What follows belongs to an exercise in optimizing a design on an open flow for small area, a short achievable clock period and few clock cycles per item; a production flow would make more cautious choices.
For this run, only the layout was checked, not whether the RTL still works.
Power is estimated from default activity; no workload was simulated.

--- design/flow/design.v ---
module mf_thresh #(
    parameter T = 8
) (
    input  wire               clk,
    input  wire               rst,           
    input  wire               in_valid,
    output wire               in_ready,
    input  wire               in_kind,       
    input  wire        [15:0] in_chan,
    input  wire signed [31:0] in_value,
    input  wire        [7:0]  in_flags,      
    input  wire        [15:0] in_tout,       
    input  wire        [15:0] in_tag,
    input  wire        [2:0]  in_thr,
    input  wire        [2:0]  in_field,      
    input  wire        [31:0] in_data,
    output wire               rep_valid,
    input  wire               rep_ready,
    output reg         [2:0]  rep_thr,
    output reg         [1:0]  rep_old,
    output reg         [1:0]  rep_new,
    output reg  signed [31:0] rep_value,
    output reg         [15:0] rep_tag
);
    localparam [1:0] UNKNOWN = 2'd0, BELOW = 2'd1, INSIDE = 2'd2, ABOVE = 2'd3;
    localparam [15:0] NONE = 16'hFFFF;
    integer t;
    reg        [15:0] chan  [0:T-1];
    reg signed [31:0] upper [0:T-1];
    reg signed [31:0] lower [0:T-1];
    reg        [31:0] hyst  [0:T-1];
    reg        [15:0] dwell [0:T-1];
    reg        [1:0]  zone  [0:T-1];
    reg        [1:0]  cand  [0:T-1];
    reg        [15:0] rem   [0:T-1];
    reg        [15:0] tl    [0:T-1];
    reg  rdy;
    assign in_ready = rdy;
    wire acc  = in_valid & rdy;
    wire accw = acc & in_kind;
    reg [T-1:0] in_m;
    always @* begin
        for (t = 0; t < T; t = t + 1)
            in_m[t] = (chan[t] != NONE) && (chan[t] == in_chan);
    end
    reg               s1v, s1k, s1clr, s1skip;
    reg        [T-1:0] s1m;
    reg signed [31:0] s1val;
    reg        [15:0] s1tout, s1tag;
    reg               s2v, s2k, s2clr, s2skip;
    reg        [T-1:0] s2m, s2gtu, s2ltl, s2hu, s2hl, s2ne;
    reg signed [31:0] s2val;
    reg        [15:0] s2tout, s2tag;
    reg               rv;
    reg        [T-1:0] gf;
    reg        [1:0]  gold [0:T-1];
    reg        [1:0]  gnew [0:T-1];
    assign rep_valid = rv;
    reg               sact, srun;
    reg        [2:0]  sidx;
    reg        [3:0]  scnt;
    reg        [15:0] sq, sr, sp;
    reg               ssat;
    reg [T-1:0] c_gtu, c_ltl, c_hu, c_hl, c_ne;
    reg signed [32:0] du, dl;
    always @* begin
        for (t = 0; t < T; t = t + 1) begin
            du = {upper[t][31], upper[t]} - {s1val[31], s1val};    
            dl = {s1val[31], s1val} - {lower[t][31], lower[t]};    
            c_gtu[t] = du[32];
            c_ltl[t] = dl[32];
            c_hu[t]  = du[31:0] <= hyst[t];
            c_hl[t]  = dl[31:0] <= hyst[t];
            if (s2v && !s2k && s2m[t] && !s2skip)
                c_ne[t] = s1m[t] && !s1skip && (s2tout != s1tout);
            else
                c_ne[t] = s1m[t] && !s1skip && (tl[t] != s1tout) && (rem[t] != 16'd0);
        end
    end
    wire        s2go = s2v & (s2k | (~rv & ~|s2ne));
    wire        s1go = ~s2v | s2go;
    wire [2:0]  w_thr   = s2tag[2:0];
    wire [2:0]  w_field = s2tag[5:3];
    reg [T-1:0] fire, upd;
    reg [1:0]   z0 [0:T-1];
    reg [1:0]   cc [0:T-1];
    reg [1:0]   n_zone [0:T-1];
    reg [1:0]   n_cand [0:T-1];
    reg [15:0]  n_rem  [0:T-1];
    reg [1:0]   cd0;
    reg [15:0]  r0, rs;
    reg [16:0]  dd;
    reg         proc, same, cont, ok, wt;
    always @* begin
        for (t = 0; t < T; t = t + 1) begin
            z0[t] = s2clr ? UNKNOWN : zone[t];
            cd0   = s2clr ? UNKNOWN : cand[t];
            r0    = s2clr ? 16'd0 : rem[t];
            proc  = !s2skip;
            if (s2gtu[t])                       cc[t] = ABOVE;
            else if (s2ltl[t])                  cc[t] = BELOW;
            else if (z0[t] == ABOVE && s2hu[t]) cc[t] = ABOVE;
            else if (z0[t] == BELOW && s2hl[t]) cc[t] = BELOW;
            else                                cc[t] = INSIDE;
            same = cc[t] == z0[t];
            cont = (cc[t] == cd0) && (r0 != 16'd0);
            rs   = cont ? r0 : dwell[t];
            dd   = {1'b0, rs} - {1'b0, s2tout};
            ok   = dd[16] || (dd[15:0] == 16'd0);           
            fire[t] = s2v && !s2k && s2m[t] && proc && !same && ok;
            wt   = s2k && (w_thr == t) && (w_field <= 3'd4);
            upd[t] = s2v && ((!s2k && s2m[t]) || wt);
            if (s2k) begin
                n_zone[t] = (w_field == 3'd0) ? UNKNOWN : zone[t];
                n_cand[t] = (w_field == 3'd0) ? UNKNOWN : cand[t];
                n_rem[t]  = 16'd0;
            end else if (!proc) begin
                n_zone[t] = z0[t];
                n_cand[t] = cd0;
                n_rem[t]  = r0;
            end else begin
                n_zone[t] = (!same && ok) ? cc[t] : z0[t];
                n_cand[t] = cc[t];
                n_rem[t]  = (same || ok) ? 16'd0 : dd[15:0];
            end
        end
    end
    wire [T-1:0] ff  = fire & (~fire + 1'b1);
    wire [T-1:0] gff = gf & (~gf + 1'b1);
    reg  [2:0]   ff_thr, gff_thr;
    reg  [1:0]   ff_old, ff_new, gff_old, gff_new;
    always @* begin
        ff_thr = 3'd0; ff_old = 2'd0; ff_new = 2'd0;
        gff_thr = 3'd0; gff_old = 2'd0; gff_new = 2'd0;
        for (t = 0; t < T; t = t + 1) begin
            if (ff[t]) begin
                ff_thr = ff_thr | t[2:0];
                ff_old = ff_old | z0[t];
                ff_new = ff_new | cc[t];
            end
            if (gff[t]) begin
                gff_thr = gff_thr | t[2:0];
                gff_old = gff_old | gold[t];
                gff_new = gff_new | gnew[t];
            end
        end
    end
    reg  [T-1:0] s_low;
    always @* s_low = s2ne & (~s2ne + 1'b1);
    reg  [15:0] s_dw, s_rem, s_tl;
    always @* begin
        s_dw = dwell[sidx]; s_rem = rem[sidx]; s_tl = tl[sidx];
    end
    wire [16:0] s_r2  = {sr, sq[15]};
    wire        s_ge  = s_r2 >= {1'b0, s_tl};
    wire [16:0] s_r2m = s_r2 - {1'b0, s_tl};
    wire [17:0] s_p2  = {1'b0, sp, 1'b0} + (s_ge ? {2'b00, s2tout} : 18'd0);
    wire        s_fin = srun && scnt == 4'd15;
    wire        s_big = ssat || s_p2[17:16] != 2'd0;
    wire [16:0] s_left = {1'b0, s_dw} - {1'b0, s_p2[15:0]};
    wire [15:0] s_res = (s_big || s_left[16] || s_left[15:0] == 16'd0) ? 16'd1 : s_left[15:0];
    wire        s_need = (s_rem != 16'd0) && (s_tl != s2tout);
    wire        s1v_n = acc | (s1v & ~s1go);
    wire        s2v_n = s1go ? s1v : s2v;
    wire        s2k_n = s1go ? s1k : s2k;
    reg [T-1:0] s2ne_n;
    reg         rv_n;
    always @* begin
        s2ne_n = s2ne;
        if (s1go) s2ne_n = s1v ? c_ne : {T{1'b0}};
        else if (sact && !srun && !s_need) s2ne_n = s2ne & ~(8'd1 << sidx);
        else if (s_fin) s2ne_n = s2ne & ~(8'd1 << sidx);
        rv_n = rv;
        if (s2go && !s2k && |fire) rv_n = 1'b1;
        else if (rv && rep_ready && gf == {T{1'b0}}) rv_n = 1'b0;
    end
    always @(posedge clk) begin
        if (rst) begin
            rdy  <= 1'b1;
            s1v  <= 1'b0;
            s2v  <= 1'b0;
            s2ne <= {T{1'b0}};
            rv   <= 1'b0;
            gf   <= {T{1'b0}};
            sact <= 1'b0;
            srun <= 1'b0;
            for (t = 0; t < T; t = t + 1) begin
                chan[t]  <= NONE;
                upper[t] <= 32'sh7FFFFFFF;
                lower[t] <= 32'sh80000000;
                hyst[t]  <= 32'd0;
                dwell[t] <= 16'd0;
                zone[t]  <= UNKNOWN;
                cand[t]  <= UNKNOWN;
                rem[t]   <= 16'd0;
            end
        end else begin
            rdy <= ~s1v_n | ~s2v_n | s2k_n | (~rv_n & ~|s2ne_n);
            if (accw) begin
                for (t = 0; t < T; t = t + 1) begin
                    if (in_thr == t) begin
                        case (in_field)
                            3'd0: chan[t]  <= in_data[15:0];
                            3'd1: upper[t] <= in_data;
                            3'd2: lower[t] <= in_data;
                            3'd3: hyst[t]  <= in_data;
                            default: ;
                        endcase
                    end
                end
            end
            s1v <= s1v_n;
            if (acc) begin
                s1k    <= in_kind;
                s1m    <= in_kind ? {T{1'b0}} : in_m;
                s1clr  <= in_flags[7];
                s1skip <= in_flags[0] | in_flags[1];
                s1val  <= in_kind ? in_data : in_value;
                s1tout <= in_tout;
                s1tag  <= in_kind ? {10'd0, in_field, in_thr} : in_tag;
            end
            s2v  <= s2v_n;
            s2ne <= s2ne_n;
            if (s1go) begin
                s2k    <= s1k;
                s2m    <= s1m;
                s2clr  <= s1clr;
                s2skip <= s1skip;
                s2val  <= s1val;
                s2tout <= s1tout;
                s2tag  <= s1tag;
                s2gtu  <= c_gtu;
                s2ltl  <= c_ltl;
                s2hu   <= c_hu;
                s2hl   <= c_hl;
            end
            if (s2go) begin
                for (t = 0; t < T; t = t + 1) begin
                    if (upd[t]) begin
                        zone[t] <= n_zone[t];
                        cand[t] <= n_cand[t];
                        rem[t]  <= n_rem[t];
                        if (!s2k && !s2skip) tl[t] <= s2tout;
                    end
                    if (s2k && w_thr == t && w_field == 3'd4)
                        dwell[t] <= s2val[15:0];
                end
            end
            rv <= rv_n;
            if (s2go && !s2k && |fire) begin
                rep_thr   <= ff_thr;
                rep_old   <= ff_old;
                rep_new   <= ff_new;
                rep_value <= s2val;
                rep_tag   <= s2tag;
                gf        <= fire & ~ff;
                for (t = 0; t < T; t = t + 1) begin
                    gold[t] <= z0[t];
                    gnew[t] <= cc[t];
                end
            end else if (rv && rep_ready && gf != {T{1'b0}}) begin
                rep_thr <= gff_thr;
                rep_old <= gff_old;
                rep_new <= gff_new;
                gf      <= gf & ~gff;
            end
            if (!sact) begin
                if (s2v && !s2k && s2ne != {T{1'b0}}) begin
                    sact <= 1'b1;
                    for (t = T - 1; t >= 0; t = t - 1)
                        if (s_low[t]) sidx <= t[2:0];
                end
            end else if (!srun) begin
                if (s_need) begin
                    srun <= 1'b1;
                    scnt <= 4'd0;
                    sq   <= s_dw - s_rem;
                    sr   <= 16'd0;
                    sp   <= 16'd0;
                    ssat <= 1'b0;
                end else
                    sact <= 1'b0;
            end else begin
                scnt <= scnt + 4'd1;
                sq   <= {sq[14:0], 1'b0};
                sr   <= s_ge ? s_r2m[15:0] : s_r2[15:0];
                sp   <= s_p2[15:0];
                ssat <= s_big;
                if (s_fin) begin
                    srun <= 1'b0;
                    sact <= 1'b0;
                    rem[sidx] <= s_res;
                    tl[sidx]  <= s2tout;
                end
            end
        end
    end
endmodule
--- design/flow/run.sh ---
#!/bin/bash
# synth_recipe.tcl (not shown) runs the flow's synth.tcl, then flattens the netlist and writes it again
# the make line also repeats each setting of config.mk as NAME=value (left out here)
make -C /OpenROAD-flow-scripts/flow DESIGN_CONFIG=/design/flow/config.mk WORK_HOME=/design/flow/orfs CLKGATE_MAP_FILE= SYNTH_SCRIPT=/design/flow/synth_recipe.tcl finish
--- design/flow/config.mk ---
export PLATFORM = sky130hd
export DESIGN_NAME = mf_thresh
export DESIGN_NICKNAME = mf_thresh
export VERILOG_FILES = /design/flow/design.v
export SDC_FILE = /design/flow/constraint.sdc
export NUM_CORES = 4
export LEC_CHECK = 0
export CAP_MARGIN = 30
export CORE_MARGIN = 2
export CORE_UTILIZATION = 30
export PLACE_DENSITY = 0.5
export SLEW_MARGIN = 30
--- design/flow/constraint.sdc ---
create_clock -name core_clock -period 18.0 [get_ports {clk}]
set_input_delay 3.6000 -clock core_clock [delete_from_list [all_inputs] [get_ports {clk}]]
set_output_delay 3.6000 -clock core_clock [all_outputs]
set_load 0.01 [all_outputs]
==> impl_results.md <==
* CTS tree: yes
* Most used DFF post-synth: dfxtp_1
* First-pass GRT wire length at 666000 microns
* WL final at 465000 microns
* CP peak stage delay at 600 ps
* Worst Hold Path Cells at 0
* CP Launch Type: flop
* Largest net degree at the start of global routing at 135
* Yosys cell types at 112
* Post-CTS resize count at 0
* Final Hold Fails at 0
* Pre-antenna DRT Iters at 6
* Clock sinks at 1654
* Clock buffer depth at 4
* Final Cycle Share at 0.566
* RSZ-0062 raised after global routing: false
* Initial cell density of the core at 0.301
* Clock transition at the registers of the reported paths at 60 ps
* Crit. End Element: flop
* Critical path class: reg2reg
* Core ar. at 382000 sq um
* Ports at 188
* Hold buffers post-CTS at 0
* Later-pin clock latency in the skew report at 940 ps
* Layout cells sized above 1 at 0.0681
* CTS root buf: clkbuf_16
* DIE WIDTH at 624 microns
* Gr ovfl total at 0
* Final net count at 15.0k
* Netlist Area Pre-Place at 115000 sq um
* Synth warn at 15
* VDD IR max at 0.0000670 V
* Register bit total from synthesis at 1654
* Antenna violations before repair at 33
* Maximum clock rate at 0.0981 GHz
* Finished Cell Area at 130000 sq um
* Worst-margin pin slew at 1080 ps
* PortBufs at 182
* DRC violations left at 0
* P&R area growth vs syn at 13.2%
* Seq/Total Area, Yosys at 0.338
* Placed Instance Area at 123000 sq um
* Post-synth EDFFs at 577
* Slowest-stage cell, CP: mux4_2
* Number of global-route vias before repair at 96.7k
* Rows at 227
* Setup Buffers After CTS at 0
* Pwr Density at 75.8 nW/um^2
* Slew Viols, Final at 0
* H-tree level count at 4
* Cells on worst reg2reg path at 37
* Layout Skew at 78.8 ps
* Rel. slew slack at 0.273
* Asr flop ratio synth at 0
* CP Max Fanout at 32
* Synthesized area per cell at 8.46 sq um
* Initial drt markers at 9073
* Worst EP arrival at 10920 ps
* Post-DP HPWL at 332000 microns
* CTS Buf Count at 208
* Mapped Cells at 13.6k
* Chip height at 624 microns
* Vias per inst at 5.37
* Maximum Capacitance Violations at 0
* Final Total Pwr at 9.89 mW
* Leakage power at 46.7 nW
* Global-route usage over all layers at 0.231
* GPL Wtd Cong at 0.968
* # setup viols final at 0
* Die area at 389000 sq um
* Status: timing/DRC/antenna clean
* Total negative slack at 0 ps
* Routed len/inst at 24.6 microns
* Hold WC Path Type: reg2reg
* Post-DRT Antenna Nets at 0
* Vias at 101k
* Post-layout min period at 10190 ps
* WP data required at 18730 ps
* Syn Nets at 15.0k
worst max-delay path: cells and delay by family, from the launching register on:
family | cells | cell delay (ps)
DFF | 1 | 340
buffers and inverters | 6 | 1570
muxes | 2 | 1040
AOI/OAI and AO/OA | 18 | 3970
adders and majority gates | 3 | 850
xor gates and xnor gates | 2 | 440
and+or+nand+nor | 6 | 1790
cell usage after synthesis (all sizes together) (185+ instances only):
master / n / area share
xor2: 323 / 0.025
a21oi: 1353 / 0.059
ha: 1216 / 0.13
xnor2: 518 / 0.039
a21o: 275 / 0.018
o21ai: 540 / 0.023
nor2: 683 / 0.022
edfxtp: 577 / 0.15
nor3: 198 / 0.0087
dfxtp: 1077 / 0.19
nand2: 2345 / 0.076
clkbuf: 589 / 0.020
mux2i: 421 / 0.037
nand3: 198 / 0.0086
nand4: 248 / 0.013
nor2b: 246 / 0.013
o21a: 185 / 0.012
inv: 814 / 0.027
worst paths after layout:
| kind | start | endpoint | slack (ps) |
|---|---|---|---|
| worst max-delay path | sidx[0]$_SDFFCE_PP0P_ | rem[1][0]$_DFFE_PP_ | 7810 |
| worst max register to register | sidx[0]$_SDFFCE_PP0P_ | rem[1][0]$_DFFE_PP_ | 7810 |
| worst min register to register | s1tag[15]$_SDFFCE_PP0P_ | s2tag[15]$_DFFE_PP_ | 400 |
| worst min-delay path | s1tag[15]$_SDFFCE_PP0P_ | s2tag[15]$_DFFE_PP_ | 400 |
per-layer routing:
layer	share of wire	track usage
met3	0.064	0.0298
met1	0.42	0.296
met5	0.000067	0
met2	0.46	0.381
met4	0.056	0.114
where the power goes:
part	switching (mW)	leakage (nW)	internal (mW)	total, mW
clock network	1.85	3.41	2.56	4.41
logic	0.949	29.1	0.546	1.49
registers	0.0688	14.2	3.91	3.98
total	2.87	46.7	7.02	9.89
final cells by class:
cell class / count / area (sq um)
Multi-Input combinational cell: 10503 / 71300
Clock inverter: 89 / 1050
Fill cell: 40076 / 252000
Clock buffer: 292 / 5930
Sequential cell: 1654 / 38900
Inverter: 817 / 3080
Timing Repair Buffer: 454 / 3820
Tap cell: 5038 / 6300
Antenna cell: 12 / 30.0
per-stage QoR:
stage	hold slack, ps	utilization	std cells	setup WS, ps
3_3_place_gp	400	0.322	18463	7520
3_5_place_dp	405	0.323	18465	7930
5_1_grt	421	0.341	18848	7190
4_1_cts	388	0.341	18846	7880
2_1_floorplan	400	-	13616	8610
6_report	396	0.341	18859	7810
kinds of logic after synthesis:
group                    Yosys count  synth area share
XOR/XNOR                         841            0.0639
multiplexers                     543            0.0553
buffers and inverters           1459            0.0484
flip-flops                      1654             0.338
adder cells (fa/ha/maj)         1244             0.137
AO/OA/AOI/OAI                   3344             0.180
AND/OR/NAND/NOR                 4531             0.178
placed cells by master, fill, tap and decap left out, types with 29 or more instances in the layout:
master,instances
a22oi_1,110
o31a_1,29
xnor2_1,517
o31ai_1,55
a211oi_1,58
or2_2,54
and3_1,61
nand4_1,248
edfxtp_1,577
nor2b_1,242
mux4_2,70
ha_1,1216
clkdlybuf4s50_1,161
clkbuf_1,52
dfxtp_1,1077
clkinv_2,34
inv_1,805
buf_4,268
o21ai_0,523
nor4_1,109
a21o_1,273
a21oi_1,1352
o211ai_1,68
o22ai_1,143
nand3_1,196
nand2_1,2341
a31oi_1,78
mux2i_1,421
nor2_1,647
or3_1,50
clkbuf_16,216
xor2_1,320
mux2_2,52
o21a_1,185
o21bai_1,76
a21boi_0,49
nand2b_1,176
nor3_1,186
and2_1,41
sequential cells by signal, indices dropped and copies added (netlist names), 128 cells and up:
register	count
hyst	256
lower	256
upper	256
chan	128
dwell	128
rem	128
tl	128

-- re-timing with driven ports --
The flow's constraints put no driver on any port. The routed layout listed below was extracted and timed again, unchanged, in two steps.
Step 1 (the two cells are an assumption about what drives the block):
set clk [get_ports {clk}]
set_driving_cell -lib_cell sky130_fd_sc_hd__clkbuf_16 $clk
set_driving_cell -lib_cell sky130_fd_sc_hd__buf_2 [delete_from_list [all_inputs] $clk]
Step 2 times the ports against the registers' clock, not the clock port: input delays grow and output delays shrink by t, the midpoint of the rising clock arrivals with the driver on.
Three values: ideal ports, drivers, drivers and shift; two values: the first two.
t (ns): 1.023
setup slack, ns: 7.809 / 7.809 / 7.809
clock arrival spread, ns: 0.092 / 0.092
slew at the worst register clock pin (ns): 0.07 / 0.07
After both steps this run still meets setup and hold. For this run, drivers alone change the setup slack by 0.000 ns; drivers and shift together by 0.000 ns.
